Background: an optimization exercise with open tools, aiming at small area, a short achievable clock period and few clock cycles per item. Do not read the settings as production practice.
Function was not checked in any run shown here: the RTL went through the layout flow alone.
Power figures rest on the tool's default switching activity, not on a simulated workload.

==> flow/design.v <==
module psn_line_decoder (
    input  wire        clk,
    input  wire        rst_n,
    input  wire        in_valid,
    output wire        in_ready,
    input  wire [39:0] in_beat,
    input  wire        in_marked,
    input  wire [3:0]  in_mark_pos,
    output wire        out_valid,
    input  wire        out_ready,
    output wire [31:0] out_data,
    output wire        out_last,
    output wire [2:0]  out_status,
    output wire [3:0]  out_pos
);
    localparam integer RN = 18;           
    localparam integer EX = RN - 2;       
    localparam [2:0] ST_CLEAN     = 3'd0;
    localparam [2:0] ST_CORRECTED = 3'd1;
    localparam [2:0] ST_ERASURE   = 3'd2;
    localparam [2:0] ST_UNCORR    = 3'd3;
    localparam [2:0] ST_POISON    = 3'd4;
    function [3:0] gf_mul;
        input [3:0] a;
        input [3:0] b;
        reg   [6:0] p;
        integer i;
        begin
            p = 7'd0;
            for (i = 0; i < 4; i = i + 1)
                if (b[i]) p = p ^ ({3'd0, a} << i);
            if (p[6]) p = p ^ 7'b1001100;
            if (p[5]) p = p ^ 7'b0100110;
            if (p[4]) p = p ^ 7'b0010011;
            gf_mul = p[3:0];
        end
    endfunction
    function [3:0] locator;
        input [3:0] p;
        begin
            case (p)
                4'd0: locator = 4'hA;  4'd1: locator = 4'h5;  4'd2: locator = 4'hB;
                4'd3: locator = 4'hC;  4'd4: locator = 4'h6;  4'd5: locator = 4'h3;
                4'd6: locator = 4'h8;  4'd7: locator = 4'h4;  4'd8: locator = 4'h2;
                4'd9: locator = 4'h1;
                default: locator = 4'h0;
            endcase
        end
    endfunction
    function [4:0] dec_off;
        input [4:0] s;
        begin
            dec_off = (s == 5'd0) ? RN - 1 : s - 5'd1;
        end
    endfunction
    reg [31:0] r0_d;            
    reg [3:0]  r0_s;            
    reg [31:0] rd [1:RN-1];
    reg [3:0]  rs [1:RN-1];
    reg        in_ready_q;
    wire       wr = in_valid & in_ready_q;
    reg [3:0] s0_in, s1_in;
    integer k;
    always @(*) begin
        s0_in = 4'd0;
        s1_in = 4'd0;
        for (k = 0; k < 10; k = k + 1) begin
            s0_in = s0_in ^ in_beat[4*k +: 4];
            s1_in = s1_in ^ gf_mul(in_beat[4*k +: 4], locator(k[3:0]));
        end
    end
    integer i;
    always @(posedge clk) begin
        if (in_ready_q) begin
            r0_d <= in_beat[31:0];
            r0_s <= s0_in;
        end else begin
            r0_d <= rd[RN-1];
            r0_s <= rs[RN-1];
        end
        rd[1] <= r0_d;
        rs[1] <= r0_s;
        for (i = 2; i < RN; i = i + 1) begin
            rd[i] <= rd[i-1];
            rs[i] <= rs[i-1];
        end
    end
    reg        q_v;
    reg [3:0]  q_s1;            
    reg        q_mk;
    reg [3:0]  q_mp;
    always @(posedge clk) begin
        q_s1 <= s1_in;
        q_mk <= in_marked;
        q_mp <= in_mark_pos;
        q_first <= (bcnt == 4'd0);
        q_last  <= (bcnt == 4'd15);
    end
    reg [3:0]  bcnt;            
    reg        q_first, q_last;  
    reg [9:0]  f_good;          
    reg        f_clean;
    reg        f_poison;
    reg [9:0]  b_good;
    reg [3:0]  r_m;
    reg [3:0]  lm;
    integer p;
    always @(*) begin
        for (p = 0; p < 10; p = p + 1)
            b_good[p] = ((q_s1 ^ gf_mul(locator(p[3:0]), r0_s)) == 4'd0);
        lm  = locator(q_mp);
        r_m = q_s1 ^ gf_mul(lm, r0_s);
    end
    wire b_clean  = (r0_s == 4'd0) && (q_s1 == 4'd0);
    wire b_poison = q_mk ? (r_m == 4'h2) : (r0_s == 4'h0 && q_s1 == 4'h2);
    wire       first = q_first;
    wire [9:0] n_good   = (first ? 10'h3FF : f_good) & b_good;
    wire       n_clean  = (first | f_clean)  & b_clean;
    wire       n_poison = (first | f_poison) & b_poison;
    reg        n_eras;          
    integer e;
    always @(*) begin
        n_eras = 1'b0;
        for (e = 0; e < 10; e = e + 1)
            if (q_mp == e) n_eras = n_good[e];
    end
    reg [2:0] dec_st;
    reg [3:0] dec_fp;
    always @(*) begin
        dec_st = ST_UNCORR;
        dec_fp = 4'hF;
        if (n_poison) begin
            dec_st = ST_POISON;
            dec_fp = q_mk ? q_mp : 4'hF;
        end else if (!q_mk) begin
            if (n_clean) begin
                dec_st = ST_CLEAN;
            end else if (|n_good) begin
                dec_st = ST_CORRECTED;
                dec_fp = {n_good[8] | n_good[9],
                          n_good[4] | n_good[5] | n_good[6] | n_good[7],
                          n_good[2] | n_good[3] | n_good[6] | n_good[7],
                          n_good[1] | n_good[3] | n_good[5] | n_good[7] | n_good[9]};
            end
        end else if (n_eras) begin
            dec_st = ST_ERASURE;
            dec_fp = q_mp;
        end
    end
    reg        pend_v;
    reg [2:0]  pend_st;
    reg [3:0]  pend_fp;
    reg [4:0]  wr_off;
    reg [4:0]  rd_off;
    reg [4:0]  count;           
    reg [3:0]  rd_idx;          
    reg        a_v;
    reg [31:0] a_d;
    reg        a_last;
    reg [2:0]  a_st;
    reg [3:0]  a_pos;
    reg [3:0]  a_fp;
    wire       ext_ok = (rd_off == 5'd0) && (count != 5'd0) && (pend_v || rd_idx != 4'd0);
    wire       a_load = !a_v || out_ready;
    wire       ext    = ext_ok && a_load;
    wire [2:0] x_st = (rd_idx == 4'd0) ? pend_st : a_st;
    wire [3:0] x_fp = (rd_idx == 4'd0) ? pend_fp : a_fp;
    reg [31:0] x_mask;
    integer n;
    always @(*) begin
        for (n = 0; n < 8; n = n + 1)
            x_mask[4*n +: 4] = (x_fp == n) ? rs[EX] : 4'd0;
    end
    wire       inc = wr & ~ext;
    wire       dec = ext & ~wr;
    wire [4:0] count_p1 = count + 5'd1;
    wire [4:0] count_m1 = count - 5'd1;
    wire       c_eq0  = (count == 5'd0);
    wire       c_eq1  = (count == 5'd1);
    wire       c_eqf1 = (count == RN - 1);
    wire       c_eqf  = (count == RN);
    wire       full_n = (c_eqf1 & inc) | (c_eqf & ~dec);
    wire       zero_n = (c_eq0 & ~inc) | (c_eq1 & dec);
    wire       slot_n = wr | (wr_off == 5'd1);
    wire       in_ready_n = ~full_n & (slot_n | zero_n);
    always @(posedge clk) begin
        if (!rst_n) begin
            q_v        <= 1'b0;
            bcnt       <= 4'd0;
            pend_v     <= 1'b0;
            wr_off     <= 5'd0;
            rd_off     <= 5'd0;
            count      <= 5'd0;
            rd_idx     <= 4'd0;
            a_v        <= 1'b0;
            in_ready_q <= 1'b1;
            pend_st    <= ST_CLEAN;
            pend_fp    <= 4'hF;
            a_d        <= 32'd0;
            a_last     <= 1'b0;
            a_st       <= ST_CLEAN;
            a_pos      <= 4'hF;
            a_fp       <= 4'hF;
        end else begin
            if (q_v && q_last) begin
                pend_st <= dec_st;
                pend_fp <= dec_fp;
            end
            if (ext) begin
                a_last <= (rd_idx == 4'd15);
                a_st   <= x_st;
                a_pos  <= (x_st == ST_CORRECTED || x_st == ST_ERASURE) ? x_fp : 4'hF;
                a_fp   <= x_fp;
            end
            if (a_load)
                a_d <= rd[EX] ^ x_mask;
            q_v <= wr;
            if (inc)
                count <= count_p1;
            else if (dec)
                count <= count_m1;
            wr_off <= wr ? 5'd0 : dec_off(wr_off);
            if (wr && count == 5'd0)
                rd_off <= RN - 2;
            else if (!ext)
                rd_off <= dec_off(rd_off);
            in_ready_q <= in_ready_n;
            if (wr)
                bcnt <= bcnt + 4'd1;
            if (q_v && q_last)
                pend_v <= 1'b1;
            else if (ext && rd_idx == 4'd0)
                pend_v <= 1'b0;
            if (a_load)
                a_v <= ext_ok;
            if (ext)
                rd_idx <= rd_idx + 4'd1;
        end
    end
    always @(posedge clk) begin
        if (q_v) begin
            f_good   <= n_good;
            f_clean  <= n_clean;
            f_poison <= n_poison;
        end
    end
    assign in_ready   = in_ready_q;
    assign out_valid  = a_v;
    assign out_data   = a_d;
    assign out_last   = a_last;
    assign out_status = a_st;
    assign out_pos    = a_pos;
endmodule
==> flow/flow/run.sh <==
#!/bin/bash
# The standard layout (standard.sh, unchanged synthesis, floorplan, power grid and
# routing) with two settings passed to the ORFS scripts:
#  - the ports are buffered with sky130_fd_sc_hd__buf_2 instead of the default cell
#    (clkdlybuf4s50_1, a delay cell), still one buffer per input and output port;
#  - clock tree synthesis without dummy loads, with the sink clustering of config.mk.
# standard.sh's full output goes to standard.log in the work folder; ORFS's own logs
# stay under orfs/logs.
set -euo pipefail
export BUFFER_PORTS_ARGS="-buffer_cell sky130_fd_sc_hd__buf_2"
export CTS_ARGS="-sink_clustering_enable -repair_clock_nets -sink_clustering_size 30 -sink_clustering_max_diameter 80 -dont_use_dummy_load"
bash standard.sh > standard.log 2>&1
==> flow/standard.sh <==
#!/bin/bash
# synth_recipe.tcl (not shown) runs the flow's synth.tcl, then flattens the netlist and writes it again
# the make line also repeats each setting of config.mk as NAME=value (left out here)
make -C /OpenROAD-flow-scripts/flow DESIGN_CONFIG=/design/flow/config.mk WORK_HOME=/design/flow/orfs CLKGATE_MAP_FILE= SYNTH_SCRIPT=/design/flow/synth_recipe.tcl "${@:-finish}"
==> flow/config.mk <==
export PLATFORM = sky130hd
export DESIGN_NAME = psn_line_decoder
export DESIGN_NICKNAME = psn_line_decoder
export VERILOG_FILES = /design/flow/design.v
export SDC_FILE = /design/flow/constraint.sdc
export NUM_CORES = 4
export LEC_CHECK = 0
export CAP_MARGIN = 10
export CORE_MARGIN = 2
export CORE_UTILIZATION = 40
export CTS_CLUSTER_DIAMETER = 80
export CTS_CLUSTER_SIZE = 30
export SETUP_SLACK_MARGIN = 4.3
export SLEW_MARGIN = 10
==> flow/constraint.sdc <==
create_clock -name core_clock -period 7.0 [get_ports {clk}]
set_input_delay 1.4000 -clock core_clock [delete_from_list [all_inputs] [get_ports {clk}]]
set_output_delay 1.4000 -clock core_clock [all_outputs]
set_load 0.01 [all_outputs]
==> reports/qor.csv, run 1 <==
stage,metric,value,unit
status,outcome,timing/DRC/antenna clean,
cts,clk_root_buffer_cell,sky130_fd_sc_hd__clkbuf_16,
timing,period_needed,2.67,ns
final_layout,num-nets-final,1619,
global_routing,grt-ovfl-total,0,
timing,setup_tns,0,ns
global_routing,globalRouteMet1Util,18.3,%
critical_path,crit_path_cell_trace,buf_12 -> inv_6 -> ha_4 -> xor2_4 -> or3_4 -> a2111oi_4 -> nor4b_4 -> a211o_1 -> a31oi_4 -> o21ai_1 -> o21ai_1,
place,gp_congestion,0.810,
synthesis,mappedNetlistArea,19900,um2
job,drv.max_cap_violation_count,0,
synthesis,syn_area_per_cell,13.9,um2
global_routing,number_of_global_route_vias_before_repair,9235,
timing,rsz0062_at_grt,true,
timing,max_freq,374,MHz
critical_path,timing.critical_path.mode_cell,sky130_fd_sc_hd__o21ai_1,
global_routing,grt_util_met3,3.55,%
routing,dr.pass1.iters,5,
final_layout,area.growth.synth_to_final,12.6,%
global_routing,grt_max_degree,59,
timing,crit_path_setup_slack_layout,4.33,ns
critical_path,worstSetupPathType,register to register,
synthesis,synth.lib_cells_used.distinct,63,
place,dp_hpwl,23.4,mm
floorplanning,die_width,227,um
min_path,hold_path_class,register to register,
floorplanning,io_pins,91,
power,static-leakage-power,8.98,nW
cts,cts_made_buffers,34,
critical_path,cp_data_arrival_time,3.10,ns
synthesis,yosys_register_bits,753,
synthesis,syn-num-nets,1503,
routing,route.detailed.wl_per_inst,15.8,um
routing,first_iter_violations,657,
synthesis,yosysSeqAreaShare,76.4,%
timing,final_clock_period_utilization_by_the_worst_path,38.2,%
timing,finClkSkew,0.0991,ns
floorplanning,core_area,49100,um2
critical_path,slowest_delay,0.38,ns
critical_path,cp_data_required_time,7.42,ns
routing,via_density_per_instance,4.36,
synthesis,async_reset_ff_share,0,%
critical_path,timing.critical_path.fanout_max,4,
critical_path,worst_setup_path_end_kind,register,
floorplanning,num_rows,81,
timing,transition_time_at_the_pin_with_the_least_slew_margin,1.11,ns
routing,route.antenna.remaining_nets,0,
critical_path,kind_of_launch_point_of_the_worst_setup_path,register,
timing,max-slew-margin-rel,25.8,%
synthesis,synth_enable_flop_cells,12,
cts,cts_tree,yes,
synthesis,postSynth.topFlopCell,sky130_fd_sc_hd__dfxtp_1,
power,fin_total_pwr,9.62,mW
global_routing,grt_antenna_before_repair,11,
floorplanning,fp.dieArea,51500,um2
final_layout,drive_gt1_share,16.1,%
cts,cts.path.max_buffers,3,
cts,worstSkewPairLatency,0.61,ns
global_routing,global_route.usage.met2,21.9,%
timing,number_of_endpoints_with_negative_hold_slack_in_the_final_report,0,
critical_path,timing.critical_path.slowest_stage_cell,sky130_fd_sc_hd__a2111oi_4,
final_layout,post-route-util,45.6,%
global_routing,top_usage_layer,met2,
timing,timing.final.max_slew_violations,0,
routing,residual_drc,0,
place,pre_cts_ws,3.26,ns
routing,vias,9671,
power,vdd.ir_drop.worst,0.163,mV
critical_path,kind_of_cell_adding_the_most_delay_to_the_critical_path,compound AO/OA/AOI/OAI gates,
cts,clock_sink_total,753,
cts,cts_max_level,2,
global_routing,grt_first_pass_wirelength,53.2,mm
cts,clkTransAtPathRegs,0.11,ns
timing,final-setup-viol-count,0,
floorplanning,initial_core_util,40.6,%
routing,route.final.wire_length,35.1,mm
floorplanning,die_h,227,um
synthesis,synth-warning-count,3,
synthesis,netlist_instances,1435,
critical_path,critical_path.n_buffers_inverters,2,
global_routing,globalRouteTotalUtil,13.7,%
power,power.density_cell_area,430,nW/um2
place,port_buffers,90,
[power by group]
group	internal, mW	leakage (nW)	switching, mW
Combinational	0.804	2.21	0.913
Clock	0.875	0.419	1.20
Sequential	5.38	6.35	0.447
Total	7.06	8.98	2.56
[flip-flops by register name, indices dropped and copies added, names as in the netlist, 3 cells and up]
register  flops
a_fp          4
lm            4
count         5
rd_off        5
q_s1          4
rd_idx        4
wr_off        5
a_d          32
pend_fp       4
f_good       10
r0_s          4
a_st          3
rs           68
rd          544
bcnt          4
q_mp          4
a_pos         4
r0_d         32
pend_st       3
[through the flow]
step,hold WS (ns),cells,cell area (um2)
3_3_place_gp,0.310,2152,21100
2_1_floorplan,0.310,1435,20000
3_5_place_dp,0.312,2152,21100
5_1_grt,0.247,2215,22400
6_report,0.246,2216,22400
4_1_cts,0.222,2202,22100
[worst paths after layout]
kind              startpoint         end  slack (ns)  cells past startpoint
hold / removal     rd[15][3]   rd[16][3]        0.25                      0
setup / recovery     r0_s[2]  pend_fp[2]        4.33                     11
hold reg to reg    rd[15][3]   rd[16][3]        0.25                      0
setup reg to reg     r0_s[2]  pend_fp[2]        4.33                     11
[layer usage]
metal | up-vias | wire length (um)
met5 | - | 90
met1 | 4581 | 16500
met2 | 148 | 15800
li1 | 4854 | -
met4 | 14 | 965
met3 | 74 | 1760
[synthesized netlist by cell type, types with 12 or more instances]
master / n / area, um2
sky130_fd_sc_hd__a21oi_1: 34 / 170
sky130_fd_sc_hd__mux2_2: 34 / 383
sky130_fd_sc_hd__dfxtp_1: 741 / 14800
sky130_fd_sc_hd__inv_1: 28 / 105
sky130_fd_sc_hd__ha_1: 19 / 238
sky130_fd_sc_hd__xor2_1: 64 / 561
sky130_fd_sc_hd__a211oi_1: 33 / 248
sky130_fd_sc_hd__clkbuf_1: 24 / 90.1
sky130_fd_sc_hd__nand3_1: 13 / 65.1
sky130_fd_sc_hd__edfxtp_1: 12 / 360
sky130_fd_sc_hd__xnor2_1: 104 / 911
sky130_fd_sc_hd__nand2_1: 94 / 353
sky130_fd_sc_hd__nor2_1: 87 / 327
[final cells by class]
class | instances | area (um2)
clock buffer | 34 | 851
sequential | 753 | 15200
antenna | 3 | 7.51
fill | 4405 | 26700
inverter | 30 | 126
timing repair buffer | 118 | 686
multi-input combinational | 614 | 4680
tap | 664 | 831
[kinds of logic after synthesis]
group           after synthesis  share of synthesized area (%)
flops                       753                           76.4
simple gates                254                           5.79
xor+xnor                    176                           8.28
compound gates              121                           4.47
buf+inv                      70                           1.56
mux                          42                           2.33
fa+ha+maj                    19                           1.19
[what timing repair did]
action                     4_1_cts  5_1_grt
hold endpoints to repair         0        0
gates resized for setup         19       36
cloned                           2        0
buffers inserted                14       11
setup endpoints to repair       30       43
hold buffers                     0        0
pin swaps                        5       14
[cells in the final DEF, fill, tap and decap left out, types with 4 or more instances in the layout]
master,instances
sky130_fd_sc_hd__or3_1,6
sky130_fd_sc_hd__xor2_1,62
sky130_fd_sc_hd__inv_1,26
sky130_fd_sc_hd__a31oi_1,4
sky130_fd_sc_hd__o211ai_1,8
sky130_fd_sc_hd__edfxtp_1,12
sky130_fd_sc_hd__mux2_2,34
sky130_fd_sc_hd__nor3b_1,4
sky130_fd_sc_hd__nor3_1,8
sky130_fd_sc_hd__nand4_1,5
sky130_fd_sc_hd__a21oi_1,33
sky130_fd_sc_hd__o22ai_1,6
sky130_fd_sc_hd__nor2_1,80
sky130_fd_sc_hd__nand2_1,91
sky130_fd_sc_hd__or4_1,4
sky130_fd_sc_hd__buf_4,26
sky130_fd_sc_hd__dfxtp_1,731
sky130_fd_sc_hd__o21ai_0,10
sky130_fd_sc_hd__ha_1,16
sky130_fd_sc_hd__clkbuf_16,34
sky130_fd_sc_hd__xnor2_1,104
sky130_fd_sc_hd__o21ai_1,5
sky130_fd_sc_hd__nand2b_1,5
sky130_fd_sc_hd__buf_2,90
sky130_fd_sc_hd__nand3_1,13
sky130_fd_sc_hd__nor2_2,5
sky130_fd_sc_hd__mux2i_1,5
sky130_fd_sc_hd__a211oi_1,33
sky130_fd_sc_hd__dfxtp_2,7
==> run 2, diff against run 1 <==
--- a/flow/design.v
+++ b/flow/design.v
@@ -126,24 +126,17 @@
     end
+    wire [3:0] good_enc = {n_good[8] | n_good[9],
+                           n_good[4] | n_good[5] | n_good[6] | n_good[7],
+                           n_good[2] | n_good[3] | n_good[6] | n_good[7],
+                           n_good[1] | n_good[3] | n_good[5] | n_good[7] | n_good[9]};
+    wire       any_good = |n_good;
+    wire [3:0] dec_fp = q_mk ? ((n_poison | n_eras) ? q_mp : 4'hF)
+                             : (any_good ? good_enc : 4'hF);
     reg [2:0] dec_st;
-    reg [3:0] dec_fp;
-    always @(*) begin
-        dec_st = ST_UNCORR;
-        dec_fp = 4'hF;
-        if (n_poison) begin
+    always @(*) begin
+        if (n_poison)
             dec_st = ST_POISON;
-            dec_fp = q_mk ? q_mp : 4'hF;
-        end else if (!q_mk) begin
-            if (n_clean) begin
-                dec_st = ST_CLEAN;
-            end else if (|n_good) begin
-                dec_st = ST_CORRECTED;
-                dec_fp = {n_good[8] | n_good[9],
-                          n_good[4] | n_good[5] | n_good[6] | n_good[7],
-                          n_good[2] | n_good[3] | n_good[6] | n_good[7],
-                          n_good[1] | n_good[3] | n_good[5] | n_good[7] | n_good[9]};
-            end
-        end else if (n_eras) begin
-            dec_st = ST_ERASURE;
-            dec_fp = q_mp;
-        end
+        else if (!q_mk)
+            dec_st = n_clean ? ST_CLEAN : any_good ? ST_CORRECTED : ST_UNCORR;
+        else
+            dec_st = n_eras ? ST_ERASURE : ST_UNCORR;
     end
==> run 2 against run 1 <==
Compared with the run above:
- register-to-register slack lost 0.05 ns
- total power shrank 1.6%
- non-clock buffer count rose by 1
- worst setup slack lost 0.051 ns
- critical path type unchanged
- clock-buffer cell count down 3
- cell area shrank 0.89%
- combinational power decreased by 3%
- sequential share of layout area rose by 0.64 points
==> reports/qor.csv, run 2 <==
stage,metric,value,unit,change
place,port_buffers,90,,unchanged
floorplanning,initial_core_util,40.3,%,was 40.6%
synthesis,synth.lib_cells_used.distinct,57,,was 63
status,outcome,timing/DRC/antenna clean,,unchanged
synthesis,leading_cell_type_by_number_of_instances_after_synthesis,sky130_fd_sc_hd__dfxtp_1,,unchanged
timing,timing.final.max_slew_violations,0,,unchanged
synthesis,largest_area_contributor_in_the_synthesized_netlist,sky130_fd_sc_hd__dfxtp_1,,unchanged
cts,cts_made_buffers,31,,was 34
synthesis,syn_area_per_cell,13.9,um2,about the same
routing,route.detailed.wl_per_inst,16.4,um,was 15.8 um
routing,route.antenna.remaining_nets,0,,unchanged
timing,period_needed,2.73,ns,was 2.67 ns
synthesis,synth_simple_gate_area_share,5.48,%,was 5.79%
final_layout,most-common-layout-cells,"sky130_fd_sc_hd__dfxtp_1, sky130_fd_sc_hd__xnor2_1, sky130_fd_sc_hd__nand2_1",,unchanged
power,power.density_cell_area,427,nW/um2,was 430 nW/um2
min_path,hold_start,rd[6][18],,was rd[15][3]
floorplanning,die_width,226,um,was 227 um
global_routing,grt_first_pass_wirelength,54.0,mm,was 53.2 mm
global_routing,grt-ovfl-total,0,,unchanged
min_path,hold_path_class,register to register,,unchanged
global_routing,grt_antenna_before_repair,8,,was 11
floorplanning,die_h,226,um,was 227 um
place,pre_cts_ws,3.21,ns,was 3.26 ns
timing,number_of_endpoints_with_negative_hold_slack_in_the_final_report,0,,unchanged
synthesis,async_reset_ff_share,0,%,unchanged
power,static-leakage-power,8.88,nW,was 8.98 nW
routing,route.final.wire_length,35.4,mm,was 35.1 mm
floorplanning,fp.dieArea,50900,um2,was 51500 um2
final_layout,layout.cells.most_common,sky130_fd_sc_hd__dfxtp_1,,unchanged
synthesis,synth_common_cells,"sky130_fd_sc_hd__dfxtp_1, sky130_fd_sc_hd__xnor2_1, sky130_fd_sc_hd__nand2_1",,unchanged
synthesis,postSynth.topFlopCell,sky130_fd_sc_hd__dfxtp_1,,unchanged
routing,via_density_per_instance,4.48,,was 4.36
synthesis,xor_and_xnor_fraction_of_the_mapped_netlist_area,7.83,%,was 8.28%
power,fin_total_pwr,9.47,mW,was 9.62 mW
critical_path,cp_data_required_time,7.46,ns,was 7.42 ns
timing,rsz0062_at_grt,true,,unchanged
routing,first_iter_violations,469,,was 657
place,placed_cell_area,20800,um2,was 21100 um2
timing,crit_path_setup_slack_layout,4.27,ns,was 4.33 ns
routing,dr.pass1.iters,5,,unchanged
synthesis,yosysSeqAreaShare,77.4,%,was 76.4%
timing,max-slew-margin-rel,28.3,%,was 25.8%
synthesis,synth.top_cell.area_share,75.6,%,was 74.6%
critical_path,worstSetupPathType,register to register,,unchanged
synthesis,mappedNetlistArea,19600,um2,was 19900 um2
cts,clock_sink_total,753,,unchanged
min_path,timing.hold.worst_path_depth,0,,unchanged
cts,clk_root_buffer_cell,sky130_fd_sc_hd__clkbuf_16,,unchanged
global_routing,globalRouteTotalUtil,13.9,%,was 13.7%
critical_path,worstReg2RegStart,r0_s[2],,unchanged
timing,final-setup-viol-count,0,,unchanged
timing,finClkSkew,0.0955,ns,was 0.0991 ns
timing,hold-worst-slack,0.241,ns,was 0.246 ns
critical_path,crit_path_start,r0_s[2],,unchanged
critical_path,ff2ff_path_depth,9,,was 11
timing,setup_tns,0,ns,unchanged
timing,final_clock_period_utilization_by_the_worst_path,38.9,%,was 38.2%
critical_path,cp_data_arrival_time,3.18,ns,was 3.10 ns
floorplanning,num_rows,81,,unchanged
final_layout,layout.filler_cells,4349,,was 4405
critical_path,slowest_delay,0.41,ns,was 0.38 ns
critical_path,worst_setup_path_end_kind,register,,unchanged
final_layout,largest_register_ff_count,544,,unchanged
synthesis,main_combinational_cell_family_by_area_after_synthesis,XOR/XNOR gates,,unchanged
final_layout,area.growth.synth_to_final,13.1,%,was 12.6%
job,drv.max_cap_violation_count,0,,unchanged
critical_path,kind_of_launch_point_of_the_worst_setup_path,register,,unchanged
cts,count_of_hold_buffers_inserted_by_post_cts_repair,0,,unchanged
final_layout,final_design_area_no_fill,22200,um2,was 22400 um2
synthesis,netlist_instances,1417,,was 1435
final_layout,num-nets-final,1599,,was 1619
cts,cts.path.max_buffers,3,,unchanged
synthesis,synth_adder_area_share,1.21,%,was 1.19%
floorplanning,core_area,48600,um2,was 49100 um2
place,total_placed_cells_including_tap_cells,2091,,was 2152
critical_path,ff2ff_setup_slack,4.27,ns,was 4.33 ns
final_layout,post-route-util,45.6,%,about the same
timing,transition_time_at_the_pin_with_the_least_slew_margin,1.07,ns,was 1.11 ns
cts,cts_tree,yes,,unchanged
cts,cts_max_level,1,,was 2
synthesis,syn-num-nets,1485,,was 1503
synthesis,synth-warning-count,3,,unchanged
critical_path,timing.critical_path.slowest_stage_cell,sky130_fd_sc_hd__dfxtp_4,,was sky130_fd_sc_hd__a2111oi_4
power,vdd.ir_drop.worst,0.240,mV,was 0.163 mV
critical_path,crit_path_cell_trace,buf_6 -> xor3_1 -> or3_4 -> a221oi_4 -> nand2_1 -> a311o_1 -> a31oi_4 -> nor2_4 -> o31a_1,,was buf_12 -> inv_6 -> ha_4 -> xor2_4 -> or3_4 -> a2111oi_4 -> nor4b_4 -> a211o_1 -> a31oi_4 -> o21ai_1 -> o21ai_1
global_routing,number_of_global_route_vias_before_repair,9357,,was 9235
final_layout,sequential_cell_area,15200,um2,about the same
synthesis,ys_top_cells_by_area,"sky130_fd_sc_hd__dfxtp_1, sky130_fd_sc_hd__xnor2_1, sky130_fd_sc_hd__xor2_1",,unchanged
final_layout,multi_input_comb_area,4590,um2,was 4680 um2
routing,vias,9644,,was 9671
floorplanning,io_pins,91,,unchanged
synthesis,synth_enable_flop_cells,12,,unchanged
final_layout,reg.largest.list,"rd (544), rs (68)",,unchanged
cts,clkTransAtPathRegs,0.11,ns,about the same
global_routing,grt_max_degree,55,,was 59
timing,max_freq,367,MHz,was 374 MHz
place,gp_congestion,0.844,,was 0.810
synthesis,yosys_register_bits,753,,unchanged
routing,residual_drc,0,,unchanged
synthesis,synth.mux.area_fraction,2.41,%,was 2.33%
synthesis,synth_compound_gate_area_share,4.18,%,was 4.47%
place,dp_hpwl,23.1,mm,was 23.4 mm
final_layout,drive_gt1_share,16.7,%,was 16.1%
critical_path,timing.critical_path.fanout_max,6,,was 4
final_layout,largest_register,rd,,unchanged
cts,worstSkewPairLatency,0.63,ns,was 0.61 ns
final_layout,instances_no_fill,2153,,was 2216
==> run 2: worst max-delay path: cells and delay by family, from the launching register on <==
kind,cells,cell delay (ns)
simple gates,3,0.51
flops,1,0.41
buf+inv,1,0.12
xor+xnor,1,0.41
compound gates,4,1.16
==> run 2: timing repair <==
item | CTS | global route
setup endpoints to repair | 36 | 41
pin swaps | 8 | 11
buffers inserted | 21 | 6
gates resized for setup | 33 | 43
cloned | 2 | 0
==> run 2: cell type report <==
class	count	share of cell area, %
Sequential cell	753	68.6
Multi-Input combinational cell	594	20.7
Tap cell	622	3.51
Clock buffer	31	3.50
Timing Repair Buffer	119	3.12
Inverter	32	0.581
Antenna cell	2	0.0226
==> run 2: cell families after synthesis <==
logic type	Yosys count
adder cells (fa/ha/maj)	19
AO/OA/AOI/OAI	118
buffers and inverters	72
multiplexers	43
XOR/XNOR	168
AND/OR/NAND/NOR	244
flip-flops	753
==> run 2: final timing paths <==
kind	to
max	pend_fp[0]
min	rd[7][18]
max reg2reg	pend_fp[0]
min reg2reg	rd[7][18]
==> run 2: per-layer routing <==
metal	global-route usage, %	part of all wire (%)
met1	18.6	47
met2	23.1	46
met3	2.87	4.9
met4	3.46	2.1
met5	0	0.25
==> run 2: power breakdown <==
| group | switching [mW] | leakage [nW] | internal [mW] |
|---|---|---|---|
| Clock | 1.18 | 0.382 | 0.791 |
| Sequential | 0.457 | 6.35 | 5.38 |
| Combinational | 0.848 | 2.15 | 0.817 |
==> run 3, diff against run 2 <==
--- a/flow/design.v
+++ b/flow/design.v
@@ -91,4 +91,12 @@
     reg [3:0]  q_mp;
+    reg [9:0]  good_in;
+    integer p;
+    always @(*) begin
+        for (p = 0; p < 10; p = p + 1)
+            good_in[p] = ((s1_in ^ gf_mul(locator(p[3:0]), s0_in)) == 4'd0);
+    end
+    reg [9:0]  b_good;
     always @(posedge clk) begin
         q_s1 <= s1_in;
+        b_good <= good_in;
         q_mk <= in_marked;
@@ -103,9 +111,5 @@
     reg        f_poison;
-    reg [9:0]  b_good;
     reg [3:0]  r_m;
     reg [3:0]  lm;
-    integer p;
-    always @(*) begin
-        for (p = 0; p < 10; p = p + 1)
-            b_good[p] = ((q_s1 ^ gf_mul(locator(p[3:0]), r0_s)) == 4'd0);
+    always @(*) begin
         lm  = locator(q_mp);
==> run 3 against run 2 <==
Compared with the run above:
- still clean
- hold slack better by 0.023 ns
- flip-flop and latch count is 10 higher
- combinational power is 36% higher
- clock-buffer cell count is 4 higher
- register-to-register slack better by 0.16 ns
- critical path type is now input pin to register
- critical endpoint is now b_good[4]
- largest cell class unchanged
- highest routed layer unchanged
==> reports/qor.csv, run 3 <==
stage,metric,value,unit,change
critical_path,slowest_delay,0.55,ns,was 0.41 ns
job,drv.max_cap_violation_count,0,,unchanged
global_routing,grt_max_degree,70,,was 55
critical_path,ff2ff_setup_slack,4.43,ns,was 4.27 ns
timing,rsz0062_at_grt,true,,unchanged
floorplanning,die_h,229,um,was 226 um
cts,count_of_hold_buffers_inserted_by_post_cts_repair,0,,unchanged
timing,max-slew-margin-rel,32.1,%,was 28.3%
routing,dr.pass1.iters,4,,was 5
synthesis,postSynth.topFlopCell,sky130_fd_sc_hd__dfxtp_1,,unchanged
cts,clk_root_buffer_cell,sky130_fd_sc_hd__clkbuf_16,,unchanged
status,outcome,timing/DRC/antenna clean,,unchanged
floorplanning,fp.dieArea,52200,um2,was 50900 um2
final_layout,drive_gt1_share,21.2,%,was 16.7%
synthesis,leading_cell_type_by_number_of_instances_after_synthesis,sky130_fd_sc_hd__dfxtp_1,,unchanged
synthesis,synth_common_cells,"sky130_fd_sc_hd__dfxtp_1, sky130_fd_sc_hd__nand2_1, sky130_fd_sc_hd__xnor2_1",,"was sky130_fd_sc_hd__dfxtp_1, sky130_fd_sc_hd__xnor2_1, sky130_fd_sc_hd__nand2_1"
power,fin_total_pwr,10.2,mW,was 9.47 mW
synthesis,syn-num-nets,1504,,was 1485
global_routing,grt-ovfl-total,0,,unchanged
timing,finClkSkew,0.0776,ns,was 0.0955 ns
power,power.density_cell_area,429,nW/um2,was 427 nW/um2
floorplanning,io_pins,91,,unchanged
place,gp_congestion,0.774,,was 0.844
routing,via_density_per_instance,4.42,,was 4.48
final_layout,layout.filler_cells,4318,,was 4349
routing,route.final.wire_length,38.4,mm,was 35.4 mm
timing,period_needed,3.07,ns,was 2.73 ns
final_layout,most-common-layout-cells,"sky130_fd_sc_hd__dfxtp_1, sky130_fd_sc_hd__nand2_1, sky130_fd_sc_hd__buf_2",,"was sky130_fd_sc_hd__dfxtp_1, sky130_fd_sc_hd__xnor2_1, sky130_fd_sc_hd__nand2_1"
synthesis,yosys_register_bits,763,,was 753
synthesis,synth-warning-count,3,,unchanged
floorplanning,die_width,229,um,was 226 um
place,dp_hpwl,23.9,mm,was 23.1 mm
timing,transition_time_at_the_pin_with_the_least_slew_margin,1.02,ns,was 1.07 ns
critical_path,worst_setup_path_end_kind,register,,unchanged
synthesis,netlist_instances,1438,,was 1417
power,vdd.ir_drop.worst,0.194,mV,was 0.240 mV
critical_path,kind_of_launch_point_of_the_worst_setup_path,input pin,,was register
final_layout,n_antenna_cell,0,,was 2
global_routing,number_of_global_route_vias_before_repair,9859,,was 9357
cts,cts_made_buffers,35,,was 31
routing,route.detailed.wl_per_inst,17.0,um,was 16.4 um
global_routing,grt_antenna_before_repair,2,,was 8
place,port_buffers,90,,unchanged
critical_path,kind_of_cell_adding_the_most_delay_to_the_critical_path,XOR/XNOR gates,,was compound AO/OA/AOI/OAI gates
cts,clock_sink_total,763,,was 753
timing,setup_tns,0,ns,unchanged
timing,final_clock_period_utilization_by_the_worst_path,43.8,%,was 38.9%
final_layout,layout.cells.most_common,sky130_fd_sc_hd__dfxtp_1,,unchanged
synthesis,mappedNetlistArea,20200,um2,was 19600 um2
final_layout,area.growth.synth_to_final,18.4,%,was 13.1%
final_layout,largest_register,rd,,unchanged
routing,residual_drc,0,,unchanged
critical_path,crit_path_cell_trace,buf_12 -> xnor2_4 -> xnor2_2 -> xnor2_1 -> xnor3_2 -> buf_8 -> xnor2_4 -> or3_4 -> a22oi_2,,was buf_6 -> xor3_1 -> or3_4 -> a221oi_4 -> nand2_1 -> a311o_1 -> a31oi_4 -> nor2_4 -> o31a_1
floorplanning,initial_core_util,40.4,%,was 40.3%
timing,number_of_endpoints_with_negative_hold_slack_in_the_final_report,0,,unchanged
critical_path,timing.critical_path.slowest_stage_cell,sky130_fd_sc_hd__xnor3_2,,was sky130_fd_sc_hd__dfxtp_4
synthesis,async_reset_ff_share,0,%,unchanged
synthesis,ys_top_cells_by_area,"sky130_fd_sc_hd__dfxtp_1, sky130_fd_sc_hd__xnor2_1, sky130_fd_sc_hd__nand2_1",,"was sky130_fd_sc_hd__dfxtp_1, sky130_fd_sc_hd__xnor2_1, sky130_fd_sc_hd__xor2_1"
critical_path,cp_data_arrival_time,3.53,ns,was 3.18 ns
critical_path,cp_data_required_time,7.46,ns,about the same
final_layout,largest_register_ff_count,544,,unchanged
synthesis,largest_area_contributor_in_the_synthesized_netlist,sky130_fd_sc_hd__dfxtp_1,,unchanged
cts,worstSkewPairLatency,0.58,ns,was 0.63 ns
cts,cts.path.max_buffers,3,,unchanged
cts,cts_max_level,2,,was 1
critical_path,critical_path.n_buffers_inverters,2,,was 1
cts,cts_tree,yes,,unchanged
min_path,hold_path_class,register to register,,unchanged
critical_path,timing.critical_path.mode_cell,sky130_fd_sc_hd__xnor2_4,,
global_routing,grt_first_pass_wirelength,59.3,mm,was 54.0 mm
final_layout,reg.largest.list,"rd (544), rs (68)",,unchanged
critical_path,timing.critical_path.fanout_max,4,,was 6
global_routing,globalRouteTotalUtil,14.9,%,was 13.9%
power,static-leakage-power,9.93,nW,was 8.88 nW
timing,timing.final.max_slew_violations,0,,unchanged
synthesis,synth.top_cell.area_share,74.6,%,was 75.6%
synthesis,synth_enable_flop_cells,12,,unchanged
final_layout,num-nets-final,1651,,was 1599
routing,vias,9967,,was 9644
routing,first_iter_violations,647,,was 469
timing,max_freq,326,MHz,was 367 MHz
cts,clkTransAtPathRegs,0.11,ns,about the same
floorplanning,core_area,50000,um2,was 48600 um2
floorplanning,num_rows,82,,was 81
timing,final-setup-viol-count,0,,unchanged
synthesis,syn_area_per_cell,14.0,um2,was 13.9 um2
routing,route.antenna.remaining_nets,0,,unchanged
synthesis,synth.lib_cells_used.distinct,56,,was 57
synthesis,yosysSeqAreaShare,76.3,%,was 77.4%
critical_path,worstSetupPathType,input pin to register,,was register to register
==> run 3: changes by cell type after synthesis, moves of 11 or more <==
cell	delta
sky130_fd_sc_hd__a21oi_1	-12
sky130_fd_sc_hd__o21a_1	+12
sky130_fd_sc_hd__a21boi_0	+11
sky130_fd_sc_hd__o211a_1	+32
sky130_fd_sc_hd__nand2_1	+37
sky130_fd_sc_hd__nor2_1	-54
sky130_fd_sc_hd__and2_1	+11
sky130_fd_sc_hd__nand3_1	+19
sky130_fd_sc_hd__xor2_1	-17
sky130_fd_sc_hd__a211oi_1	-31
==> run 3: report_power, final <==
group	internal, mW	switching [mW]	total (mW)
Clock	0.901	1.23	2.13
Sequential	5.43	0.432	5.86
Combinational	1.18	1.07	2.25
==> run 3: per-layer routing <==
layer / up-vias / GRT usage [%] / share of wire [%]
met5: - / 0 / 0.026
met4: 2 / 5.43 / 2.5
met3: 46 / 2.56 / 4.0
met2: 163 / 22.7 / 44
met1: 4797 / 21.3 / 50
li1: 4959 / - / -
==> run 3: final timing paths <==
path / from / depth (start not counted) / to
max: in_beat[32] / 9 / b_good[4]
min: rd[3][15] / 0 / rd[4][15]
max reg2reg: rd_idx[0] / 12 / a_d[20]
min reg2reg: rd[3][15] / 0 / rd[4][15]
==> run 3: final cells by class <==
| cell class | count | area [um2] | area share, % |
|---|---|---|---|
| well taps | 672 | 841 | 3.52 |
| repair buffers | 145 | 1140 | 4.76 |
| flip-flops and latches | 763 | 15400 | 64.5 |
| multi-input cells | 613 | 5500 | 23.0 |
| inverters | 27 | 116 | 0.487 |
| clock buffers | 35 | 876 | 3.67 |
==> run 3: logic make-up (layout without fill, tap and decap cells) <==
family          count (synthesis)  count (layout)  share of synthesized area, %
xor+xnor                      158             158                          7.83
flops                         763             763                          76.3
compound gates                120             120                          4.52
buf+inv                        64             207                          1.20
simple gates                  264             266                          5.99
fa+ha+maj                      17              17                          1.05
mux                            52              52                          3.06
==> run 3: repair_timing <==
action | 4_1_cts | 5_1_grt
gates cloned | 4 | 0
gates resized for setup | 84 | 94
pin swaps | 32 | 41
endpoints found under the setup margin | 56 | 36
buffers inserted | 32 | 17
==> run 3: metrics by stage <==
step | utilization (%) | hold slack (ns) | worst slack (ns) | area (um2) | std cells
2_1_floorplan | - | 0.310 | 3.76 | 20500 | 1438
3_3_place_gp | 43.3 | 0.310 | 2.75 | 21700 | 2167
3_5_place_dp | 43.3 | 0.312 | 2.65 | 21700 | 2167
4_1_cts | 46.7 | 0.273 | 3.93 | 23400 | 2238
5_1_grt | 47.8 | 0.270 | 3.90 | 23900 | 2255
6_report | 47.8 | 0.264 | 3.93 | 23900 | 2255
==> run 4, diff against run 3 <==
--- a/flow/design.v
+++ b/flow/design.v
@@ -88,15 +88,8 @@
     reg        q_v;
-    reg [3:0]  q_s1;            
+    reg [3:0]  q_s0, q_s1;
     reg        q_mk;
     reg [3:0]  q_mp;
-    reg [9:0]  good_in;
-    integer p;
-    always @(*) begin
-        for (p = 0; p < 10; p = p + 1)
-            good_in[p] = ((s1_in ^ gf_mul(locator(p[3:0]), s0_in)) == 4'd0);
-    end
-    reg [9:0]  b_good;
-    always @(posedge clk) begin
+    always @(posedge clk) begin
+        q_s0 <= s0_in;
         q_s1 <= s1_in;
-        b_good <= good_in;
         q_mk <= in_marked;
@@ -111,10 +104,14 @@
     reg        f_poison;
+    reg [9:0]  b_good;
     reg [3:0]  r_m;
     reg [3:0]  lm;
-    always @(*) begin
+    integer p;
+    always @(*) begin
+        for (p = 0; p < 10; p = p + 1)
+            b_good[p] = ((q_s1 ^ gf_mul(locator(p[3:0]), q_s0)) == 4'd0);
         lm  = locator(q_mp);
-        r_m = q_s1 ^ gf_mul(lm, r0_s);
-    end
-    wire b_clean  = (r0_s == 4'd0) && (q_s1 == 4'd0);
-    wire b_poison = q_mk ? (r_m == 4'h2) : (r0_s == 4'h0 && q_s1 == 4'h2);
+        r_m = q_s1 ^ gf_mul(lm, q_s0);
+    end
+    wire b_clean  = (q_s0 == 4'd0) && (q_s1 == 4'd0);
+    wire b_poison = q_mk ? (r_m == 4'h2) : (q_s0 == 4'h0 && q_s1 == 4'h2);
     wire       first = q_first;
@@ -170,6 +167,2 @@
     end
-    wire       inc = wr & ~ext;
-    wire       dec = ext & ~wr;
-    wire [4:0] count_p1 = count + 5'd1;
-    wire [4:0] count_m1 = count - 5'd1;
     wire       c_eq0  = (count == 5'd0);
@@ -178,6 +171,23 @@
     wire       c_eqf  = (count == RN);
-    wire       full_n = (c_eqf1 & inc) | (c_eqf & ~dec);
-    wire       zero_n = (c_eq0 & ~inc) | (c_eq1 & dec);
-    wire       slot_n = wr | (wr_off == 5'd1);
-    wire       in_ready_n = ~full_n & (slot_n | zero_n);
+    wire       slot1  = (wr_off == 5'd1);
+    wire [4:0] count_p1 = count + 5'd1;
+    wire [4:0] count_m1 = count - 5'd1;
+    reg  [4:0] cnt_c [0:3];
+    reg  [3:0] rdy_c;
+    reg        c_wr, c_ext, c_inc, c_dec, c_full, c_zero;
+    integer h;
+    always @(*) begin
+        for (h = 0; h < 4; h = h + 1) begin
+            c_wr   = h[1] & in_ready_q;                
+            c_ext  = ext_ok & (~a_v | h[0]);           
+            c_inc  = c_wr & ~c_ext;
+            c_dec  = c_ext & ~c_wr;
+            cnt_c[h] = c_inc ? count_p1 : c_dec ? count_m1 : count;
+            c_full = (c_eqf1 & c_inc) | (c_eqf & ~c_dec);
+            c_zero = (c_eq0 & ~c_inc) | (c_eq1 & c_dec);
+            rdy_c[h] = ~c_full & (c_wr | slot1 | c_zero);
+        end
+    end
+    wire [4:0] count_n    = cnt_c[{in_valid, out_ready}];
+    wire       in_ready_n = rdy_c[{in_valid, out_ready}];
     always @(posedge clk) begin
@@ -193,4 +203,2 @@
             in_ready_q <= 1'b1;
-            pend_st    <= ST_CLEAN;
-            pend_fp    <= 4'hF;
             a_d        <= 32'd0;
@@ -201,6 +209,2 @@
         end else begin
-            if (q_v && q_last) begin
-                pend_st <= dec_st;
-                pend_fp <= dec_fp;
-            end
             if (ext) begin
@@ -214,6 +218,3 @@
             q_v <= wr;
-            if (inc)
-                count <= count_p1;
-            else if (dec)
-                count <= count_m1;
+            count <= count_n;
             wr_off <= wr ? 5'd0 : dec_off(wr_off);
@@ -241,2 +242,6 @@
             f_poison <= n_poison;
+            if (q_last) begin
+                pend_st <= dec_st;
+                pend_fp <= dec_fp;
+            end
         end
==> run 4 against run 3 <==
Compared with the run above:
- die area shrank 1.1%
- hold slack gained 0.019 ns
- utilization shrank 1.1 points
- synthesized cell count shrank 0.49%
- final cell count shrank 0.98%
- clock power shrank 7%
- clock skew shrank 0.039 ns
- still clean on timing, DRC and antenna
- highest routed layer is now met4
- critical path type is now register to register
==> reports/qor.csv, run 4 <==
stage,metric,value,unit,change
routing,route.detailed.wl_per_inst,16.1,um,was 17.0 um
critical_path,cp_data_arrival_time,3.15,ns,was 3.53 ns
timing,max-slew-margin-rel,27.3,%,was 32.1%
global_routing,grt_first_pass_wirelength,55.0,mm,was 59.3 mm
cts,cts_made_buffers,31,,was 35
final_layout,most-common-layout-cells,"sky130_fd_sc_hd__dfxtp_1, sky130_fd_sc_hd__xnor2_1, sky130_fd_sc_hd__buf_2",,"was sky130_fd_sc_hd__dfxtp_1, sky130_fd_sc_hd__nand2_1, sky130_fd_sc_hd__buf_2"
synthesis,netlist_instances,1431,,was 1438
min_path,hold_path_class,register to register,,unchanged
final_layout,largest_register_ff_count,544,,unchanged
floorplanning,io_pins,91,,unchanged
synthesis,synth.top_cell.area_share,74.1,%,was 74.6%
power,internal_power,7.11,mW,was 7.51 mW
critical_path,cp_data_required_time,7.30,ns,was 7.46 ns
final_layout,n_antenna_cell,0,,unchanged
place,gp_congestion,0.779,,was 0.774
power,net-switching-power,2.56,mW,was 2.73 mW
final_layout,reg.largest.list,"rd (544), rs (68)",,unchanged
critical_path,worstReg2RegStart,q_s0[2],,was rd_idx[0]
final_layout,num-nets-final,1641,,was 1651
power,static-leakage-power,9.19,nW,was 9.93 nW
routing,via_density_per_instance,4.37,,was 4.42
place,dp_hpwl,23.6,mm,was 23.9 mm
critical_path,worst_setup_path_end_kind,register,,unchanged
synthesis,leading_cell_type_by_number_of_instances_after_synthesis,sky130_fd_sc_hd__dfxtp_1,,unchanged
status,outcome,timing/DRC/antenna clean,,unchanged
timing,number_of_endpoints_with_negative_hold_slack_in_the_final_report,0,,unchanged
timing,final-setup-viol-count,0,,unchanged
power,comb_power_share,21.5,%,was 22.0%
synthesis,synth_common_cells,"sky130_fd_sc_hd__dfxtp_1, sky130_fd_sc_hd__xnor2_1, sky130_fd_sc_hd__nor2_1",,"was sky130_fd_sc_hd__dfxtp_1, sky130_fd_sc_hd__nand2_1, sky130_fd_sc_hd__xnor2_1"
critical_path,ff2ff_path_depth,9,,was 12
floorplanning,initial_core_util,40.6,%,was 40.4%
place,pre_cts_ws,3.30,ns,was 2.65 ns
global_routing,grt-ovfl-total,0,,unchanged
timing,transition_time_at_the_pin_with_the_least_slew_margin,1.09,ns,was 1.02 ns
timing,hold-worst-slack,0.283,ns,was 0.264 ns
global_routing,number_of_global_route_vias_before_repair,9661,,was 9859
cts,clkTransAtPathRegs,0.10,ns,was 0.11 ns
cts,worstSkewPairLatency,0.61,ns,was 0.58 ns
floorplanning,fp.dieArea,51600,um2,was 52200 um2
critical_path,crit_path_start,q_s0[2],,was in_beat[32]
synthesis,ys_top_cells_by_area,"sky130_fd_sc_hd__dfxtp_1, sky130_fd_sc_hd__xnor2_1, sky130_fd_sc_hd__xor2_1",,"was sky130_fd_sc_hd__dfxtp_1, sky130_fd_sc_hd__xnor2_1, sky130_fd_sc_hd__nand2_1"
routing,first_iter_violations,556,,was 647
final_layout,largest_register,rd,,unchanged
routing,vias,9752,,was 9967
timing,timing.final.max_slew_violations,0,,unchanged
synthesis,syn_area_per_cell,13.9,um2,was 14.0 um2
power,vdd.ir_drop.worst,0.218,mV,was 0.194 mV
job,drv.max_cap_violation_count,0,,unchanged
final_layout,layout.filler_cells,4350,,was 4318
floorplanning,num_rows,81,,was 82
floorplanning,core_area,49100,um2,was 50000 um2
place,port_buffers,90,,unchanged
timing,final_clock_period_utilization_by_the_worst_path,40.7,%,was 43.8%
final_layout,layout.cells.most_common,sky130_fd_sc_hd__dfxtp_1,,unchanged
cts,clk_root_buffer_cell,sky130_fd_sc_hd__clkbuf_16,,unchanged
timing,rsz0062_at_grt,true,,unchanged
synthesis,mappedNetlistArea,19900,um2,was 20200 um2
cts,count_of_hold_buffers_inserted_by_post_cts_repair,0,,unchanged
synthesis,synth.lib_cells_used.distinct,61,,was 56
routing,route.final.wire_length,35.9,mm,was 38.4 mm
global_routing,grt_antenna_before_repair,0,,was 2
cts,cts_max_level,1,,was 2
cts,cts.path.max_buffers,3,,unchanged
synthesis,async_reset_ff_share,0,%,unchanged
global_routing,globalRouteTotalUtil,13.9,%,was 14.9%
critical_path,crit_path_end,pend_fp[0],,was b_good[4]
critical_path,critical_path.reg2reg.endpoint,pend_fp[0],,was a_d[20]
floorplanning,die_h,227,um,was 229 um
synthesis,syn-num-nets,1501,,was 1504
routing,dr.pass1.iters,4,,unchanged
power,power_frac_seq,58.0,%,was 57.2%
synthesis,synth-warning-count,4,,was 3
global_routing,grt_max_degree,67,,was 70
cts,cts_tree,yes,,unchanged
final_layout,drive_gt1_share,19.8,%,was 21.2%
critical_path,kind_of_launch_point_of_the_worst_setup_path,register,,was input pin
power,power.density_cell_area,423,nW/um2,was 429 nW/um2
timing,max_freq,351,MHz,was 326 MHz
synthesis,largest_area_contributor_in_the_synthesized_netlist,sky130_fd_sc_hd__dfxtp_1,,unchanged
routing,route.antenna.remaining_nets,0,,unchanged
synthesis,yosysSeqAreaShare,77.0,%,was 76.3%
timing,setup_tns,0,ns,unchanged
critical_path,timing.critical_path.fanout_max,8,,was 4
timing,crit_path_setup_slack_layout,4.15,ns,was 3.93 ns
floorplanning,die_width,227,um,was 229 um
synthesis,yosys_register_bits,757,,was 763
synthesis,postSynth.topFlopCell,sky130_fd_sc_hd__dfxtp_1,,unchanged
cts,clock_sink_total,757,,was 763
final_layout,area.growth.synth_to_final,14.8,%,was 18.4%
synthesis,synth_enable_flop_cells,19,,was 12
timing,finClkSkew,0.0383,ns,was 0.0776 ns
power,switching_share,26.5,%,was 26.7%
timing,period_needed,2.85,ns,was 3.07 ns
critical_path,ff2ff_setup_slack,4.15,ns,was 4.43 ns
routing,residual_drc,0,,unchanged
critical_path,worstSetupPathType,register to register,,was input pin to register
power,clock_power_share,20.4,%,was 20.8%
-- run 4: layout make-up --
| class | count | area [um2] | share of cell area [%] |
|---|---|---|---|
| Clock buffer | 31 | 776 | 3.39 |
| Sequential cell | 757 | 15400 | 67.2 |
| Tap cell | 664 | 831 | 3.63 |
| Inverter | 29 | 116 | 0.508 |
| Multi-Input combinational cell | 604 | 4790 | 20.9 |
| Timing Repair Buffer | 148 | 1010 | 4.39 |
-- run 4: routing by layer --
metal / track usage, % / up-vias / wire [um]
li1: - / 4903 / -
met1: 18.4 / 4685 / 16500
met2: 23.3 / 116 / 16900
met3: 2.65 / 48 / 1540
met5: 0 / - / 0
met4: 4.01 / 0 / 922
-- run 4: power by group through the flow --
| stage | Combinational [mW] | Clock (mW) | Sequential, mW |
|---|---|---|---|
| global route | 2.26 | 2.18 | 5.71 |
| CTS | 1.66 | 2.04 | 5.62 |
| detailed placement | 1.40 | 0 | 5.74 |
| floorplan | 1.26 | 0 | 5.49 |
| global placement | 1.39 | 0 | 5.73 |
| finish | 2.08 | 1.98 | 5.61 |
-- run 4: how the worst min path moves through the flow --
stage                     startpoint    endpoint  depth (start not counted)
after detailed placement     r0_d[3]    rd[1][3]                          0
after global routing      rd[11][25]  rd[12][25]                          0
final                     rd[11][25]  rd[12][25]                          0
after floorplan             rd[9][0]   rd[10][0]                          0
after CTS                 rd[11][25]  rd[12][25]                          0
after global placement       r0_d[0]    rd[1][0]                          0
-- run 4: kinds of logic after synthesis --
family                     synth area share (%)
adders and majority gates                  1.32
and+or+nand+nor                            6.06
buffers and inverters                      1.50
AOI/OAI and AO/OA                          3.96
xor gates and xnor gates                   7.66
muxes                                      2.52
DFF                                        77.0
-- run 4: metrics by stage --
stage | utilization [%] | area (um2) | total power, mW | cells
2_1_floorplan | - | 20000 | 6.75 | 1431
3_3_place_gp | 43.1 | 21100 | 7.11 | 2149
3_5_place_dp | 43.1 | 21100 | 7.14 | 2149
4_1_cts | 45.4 | 22300 | 9.33 | 2204
5_1_grt | 46.7 | 22900 | 10.1 | 2233
6_report | 46.7 | 22900 | 9.67 | 2233
-- run 4: repair_timing --
action | CTS | global route
endpoints found under the setup margin | 45 | 44
gates resized for setup | 34 | 76
cloned | 2 | 0
pin swaps | 4 | 29
buffers inserted | 22 | 29
-- run 4: worst max-delay path, stage by stage, from the launching register on --
cell,delay (ns)
sky130_fd_sc_hd__dfxtp_4,0.37
sky130_fd_sc_hd__buf_8,0.14
sky130_fd_sc_hd__xor3_1,0.38
sky130_fd_sc_hd__or4_4,0.45
sky130_fd_sc_hd__a211oi_4,0.33
sky130_fd_sc_hd__buf_4,0.18
sky130_fd_sc_hd__nor4_4,0.04
sky130_fd_sc_hd__or4_4,0.45
sky130_fd_sc_hd__nor4_2,0.14
sky130_fd_sc_hd__a31oi_1,0.07

-- separate check: timing with driven ports --
The flow's constraints put no driver on any port. The routed layouts listed below were extracted and timed again, unchanged, in two steps. Step 1 sets driving cells, clkbuf_16 on the clock port and buf_2 on the other inputs (assumed; they add their load-dependent delay and slew). Step 2, shift: input delay + t, output delay - t, t = (earliest + latest rising clock arrival at the registers) / 2. This alone moves slack from input paths to output paths. Slacks: ideal / step 1 / step 2; pairs: ideal / step 1.
run	t, ns	slack for setup (ns)	worst setup path after step 2	latest minus earliest clock arrival (ns)	pins driven straight from the clock port
run 1	0.615	4.325 / 4.325 / 3.890	input to register	0.100 / 0.100	1
run 2	0.633	4.274 / 4.274 / 3.916	input to register	0.095 / 0.096	1
run 3	0.597	3.932 / 3.935 / 3.339	input to register	0.079 / 0.079	1
run 4	0.644	4.148 / 4.148 / 3.815	input to register	0.046 / 0.046	1
After both steps every run listed still meets setup and hold. For run 3, which loses most, drivers alone change the setup slack by +0.003 ns; drivers and shift together by -0.593 ns.
